From an optimization exercise on the open Yosys and OpenROAD flow, aimed at small area, a short achievable clock period and few clock cycles per item; shortcuts taken in it are not production practice.
RTL that was checked went through simulation tests only; none was proved equivalent to the original.

==> inputs of pepper <==
==> flow/design.v (excerpt) <==
module gcm_pipe (
    input  wire         clk,
    input  wire         rst,
    input  wire         start,
    output wire         start_ready,
    input  wire [255:0] key,
    input  wire [9:0]   circuit,
    input  wire [63:0]  frame_count,
    input  wire         epoch,
    input  wire         link_role,
    input  wire [19:0]  len_bytes,
    input  wire         in_valid,
    output wire         in_ready,
    input  wire [127:0] in_data,
    output wire         out_valid,
    input  wire         out_ready,
    output wire [127:0] out_data,
    output wire         out_last
);
    localparam [1:0] J_NONE = 2'd0, J_H = 2'd1, J_CTR = 2'd2, J_J0 = 2'd3;
    reg         sr;                  
    reg [255:0] key_r;
    reg [9:0]   circ;
    reg [63:0]  fc;
    reg         lr, ep;
    reg [19:0]  len_r;
    reg         nz_r;                
    wire        accept = start && sr;
    wire [16:0] n_blk  = {1'b0, len_bytes[19:4]} + {16'd0, (len_bytes[3:0] != 4'd0)};
    reg         hq;                  
    reg [16:0]  jn;                  
    reg         jnz, j1;             
    reg         jq;                  
    reg [16:0]  jc;                  
    reg [3:0]   ph;                  
    reg         hold;                
    reg         c_k0, c_odd, c_kakey, c_kaexp, c_kb;
    reg [2:0]   c_rc;
    reg [1:0]   tx, ty;              
    reg         tyv;                 
    reg         txl, tyl;            
    wire [1:0]  job   = hq ? J_H : jnz ? J_CTR : jq ? J_J0 : J_NONE;
    wire        avail = hq || jnz || jq;
    wire        inj   = !hold && ((ph == 4'd0) || (ph >= 4'd13 && avail));
    wire [127:0] din = (job == J_H) ? 128'd0
                     : {lr, 21'd0, circ, fc, (job == J_CTR) ? {15'd0, jc} : 32'd1};
    wire [127:0] aes_res;
    aes256_core u_aes (
        .clk(clk), .hold(hold), .inj(inj), .c_k0(c_k0), .c_odd(c_odd),
        .c_rc(c_rc), .c_kakey(c_kakey), .c_kaexp(c_kaexp), .c_kb(c_kb),
  ...
make LEC_CHECK=0 ABC_AREA=1 CAP_MARGIN=20 CORE_MARGIN=2 CORE_UTILIZATION=42 CTS_BUF_LIST='sky130_fd_sc_hd__clkbuf_4 sky130_fd_sc_hd__clkbuf_8' PLACE_DENSITY=0.52 SETUP_SLACK_MARGIN=5 SLEW_MARGIN=20 finish   # period 10.0 ns
run.sh (not shown) runs the stock make flow with config.mk's settings and CLKGATE_MAP_FILE= SYNTH_SCRIPT=/design/flow/synth_recipe.tcl, a recipe that flattens the netlist after the stock synthesis.
==> inputs of raven, as changes to pepper <==
Settings changed: CORE_UTILIZATION 42 to 35, CTS_BUF_LIST sky130_fd_sc_hd__clkbuf_4 sky130_fd_sc_hd__clkbuf_8 to not set, PLACE_DENSITY 0.52 to 0.45.
==> qor summary <==
|  | raven | pepper |
|---|---|---|
| Outcome | timing/DRC/antenna clean | timing/DRC/antenna clean |
| Clock period minus worst slack | 5050 ps | 5040 ps |
| Later-pin clock latency in the skew report | 1040 ps | 1220 ps |
| Worst reg2reg setup slack | 4950 ps | 4960 ps |
| Number of well-tap cells placed | 6,942 | 5,710 |
| End of the worst register-to-register path | u_aes.b_q[77] | u_aes.b_q[74] |
| Level count of the clock H-tree | 4 | 5 |
| Root Buffer Master | sky130_fd_sc_hd__clkbuf_16 | sky130_fd_sc_hd__clkbuf_8 |
| Weighted congestion at the end of routability-driven global placement | 1.02 | 1.07 |
| DRT met1 WL | 401,000 um | 359,000 um |
| Multi-input gate share of total cell area | 59.6% | 60.3% |
| DRT Wirelength | 974,000 um | 924,000 um |
| Router iterations before antenna repair | 9 | 7 |
| Largest net degree at the start of global routing | 101 | 143 |
| End point of the most critical hold path | len_g[12] | u_gh.xs[71] |
| Avg WL per Cell | 26.9 um | 26.4 um |
| Sequential share of cell area | 21.7% | 22.1% |
| Pre-CTS WS | 3260 ps | 3450 ps |
| Total buffers and inverters traversed by the critical path | 8 | 9 |
| Buffers inserted during post-CTS setup optimization | 433 | 367 |
| R2r worst-path depth | 32 | 34 |
| Largest fanout of any net on the critical path | 6 | 5 |
| Share of layout cells above drive strength 1 | 19.9% | 20.0% |
Testbench counts of pepper, summed over its fixed seeds: cycles 73,186, blocks 10,308.
Testbench counts of raven, summed over its fixed seeds: cycles 73,186, blocks 10,308.


==> garnet <==
gcm_pipe, a different RTL version from the one above (not shown whole).
==> flow/design.v (excerpt) <==
module gcm_pipe (
    input  wire         clk,
    input  wire         rst,
    input  wire         start,
    output wire         start_ready,
    input  wire [255:0] key,
    input  wire [9:0]   circuit,
    input  wire [63:0]  frame_count,
    input  wire         epoch,
    input  wire         link_role,
    input  wire [19:0]  len_bytes,
    input  wire         in_valid,
    output wire         in_ready,
    input  wire [127:0] in_data,
    output wire         out_valid,
    input  wire         out_ready,
    output wire [127:0] out_data,
    output wire         out_last
);
Settings: LEC_CHECK=0, ABC_AREA=1, CAP_MARGIN=20, CORE_MARGIN=2, CORE_UTILIZATION=42, PLACE_DENSITY=0.52, SETUP_SLACK_MARGIN=5, SLEW_MARGIN=20; clock period 10.0 ns.
standard.sh (not shown) runs the stock make flow with config.mk's settings and CLKGATE_MAP_FILE= SYNTH_SCRIPT=/design/flow/synth_recipe.tcl, a recipe that flattens the netlist after the stock synthesis.
==> flow/flow/run.sh <==
#!/bin/bash
# Own layout flow: the standard flow (standard.sh), with two changes:
#  - Yosys's final technology mapping (its abc call) uses flow/abc.script, an
#    area-oriented ABC script, in place of ORFS's. That step does not touch
#    the registers, so they are the standard synthesis's, with the same names.
#  - timing repair aims at a setup slack of 6.5 ns rather than 5 ns
#    (SETUP_SLACK_MARGIN), so the layout is pushed below a 5 ns period.
# Logs: synth.log (synthesis), layout.log (floorplan to final layout); ORFS's
# own logs are in orfs/logs.
set -euo pipefail
W=$(pwd)
cat > "$W/own_synth.tcl" <<EOF
proc abc {args} {
  set i [lsearch -exact \$args -script]
  if {\$i >= 0} {
    set args [lreplace \$args [expr {\$i + 1}] [expr {\$i + 1}] $W/flow/abc.script]
  }
  puts "own flow: abc \$args"
  yosys abc {*}\$args
}
source $W/synth_recipe.tcl
EOF
sed "s#$W/synth_recipe.tcl#$W/own_synth.tcl#g; s/SETUP_SLACK_MARGIN=5 /SETUP_SLACK_MARGIN=6.5 /" standard.sh > own_standard.sh
grep -q own_synth.tcl own_standard.sh
grep -q "SETUP_SLACK_MARGIN=6.5 " own_standard.sh
bash own_standard.sh synth > synth.log 2>&1
grep -q "own flow: abc -script $W/flow/abc.script" orfs/logs/*/gcm_pipe/base/1_2_yosys.log
bash own_standard.sh > layout.log 2>&1
==> flow/flow/abc.script <==
&get -n
&st
&dch
&nf
&put
buffer -c
topo
stime -c
upsize -c
dnsize -c
==> quartz: changes against garnet <==
--- a/flow/flow/run.sh
+++ b/flow/flow/run.sh
@@ -2,5 +2,5 @@
 # Own layout flow: the standard flow (standard.sh), with two changes:
 #  - Yosys's final technology mapping (its abc call) uses flow/abc.script, an
-#    area-oriented ABC script, in place of ORFS's. That step does not touch
+#    area-oriented ABC script, in place of ORFS's, and no 3-input XOR cells. That step does not touch
 #    the registers, so they are the standard synthesis's, with the same names.
 #  - timing repair aims at a setup slack of 6.5 ns rather than 5 ns
@@ -16,4 +16,6 @@
     set args [lreplace \$args [expr {\$i + 1}] [expr {\$i + 1}] $W/flow/abc.script]
   }
+  lappend args -dont_use sky130_fd_sc_hd__xor3_1 -dont_use sky130_fd_sc_hd__xor3_2 -dont_use sky130_fd_sc_hd__xor3_4
+  lappend args -dont_use sky130_fd_sc_hd__xnor3_1 -dont_use sky130_fd_sc_hd__xnor3_2 -dont_use sky130_fd_sc_hd__xnor3_4
   puts "own flow: abc \$args"
   yosys abc {*}\$args
==> impl_metrics.json <==
{
  "crit_required_ns": 10.67,
  "worst_r2r_endpoint": "u_aes.b_q[5]",
  "status": "complete, no violations",
  "core_mm2": 0.431,
  "num-clock-buffers": 418,
  "synth_top_area_share_pct": 39.1,
  "rr_worst_depth": 9,
  "viasPerCell": 5.41,
  "cp-startpoint": "u_aes.p_b[199]",
  "grt.total_usage_pct": 33.1,
  "gp_congestion": 0.955
}
(the above is from garnet)
==> impl_metrics.json <==
{
  "rr_worst_depth": 13,
  "gp_congestion": 0.977,
  "cp-startpoint": "u_aes.km[0]",
  "drc_errors": 0,
  "worst_r2r_endpoint": "u_aes.lw[8]",
  "core_mm2": 0.420,
  "status": "complete, no violations",
  "num-clock-buffers": 400,
  "crit_required_ns": 10.70,
  "grt.total_usage_pct": 34.2,
  "die_x_um": 653,
  "synth_top_area_share_pct": 40.1,
  "final-nonclk-buf-share_pct": 6.59
}
(the above is from quartz)
No run of this note included a check of the RTL's function; only the layout flow was run.

what the ideal ports hide:
How much do the figures lean on ideal ports? The routed layouts below were timed once more, with nothing changed but the port constraints.
Step 1, drivers: a clkbuf_16 drives clk and a buf_2 each remaining input, both assumed.
Step 2 times the ports against the registers' clock, not the clock port: input delays grow and output delays shrink by t, the midpoint of the rising clock arrivals with the driver on.
Three values: ideal, step 1, step 2; two values: the first two.
| run | t, ns | slack for setup (ns) | worst slew at a driven data input, ns | cell pins on the clock port's net |
|---|---|---|---|---|
| pepper | 1.299 | 4.956 / 4.956 / 4.617 | 0.14 | 1 |
| raven | 1.114 | 4.950 / 4.950 / 4.770 | 0.16 | 1 |
| garnet | 1.088 | 6.232 / 6.104 / 5.016 | 0.36 | 1 |
| quartz | 1.086 | 6.228 / 6.228 / 5.527 | 0.14 | 1 |
After both steps every run listed still meets setup and hold. For garnet, which loses most, drivers alone change the setup slack by -0.128 ns; drivers and shift together by -1.216 ns.
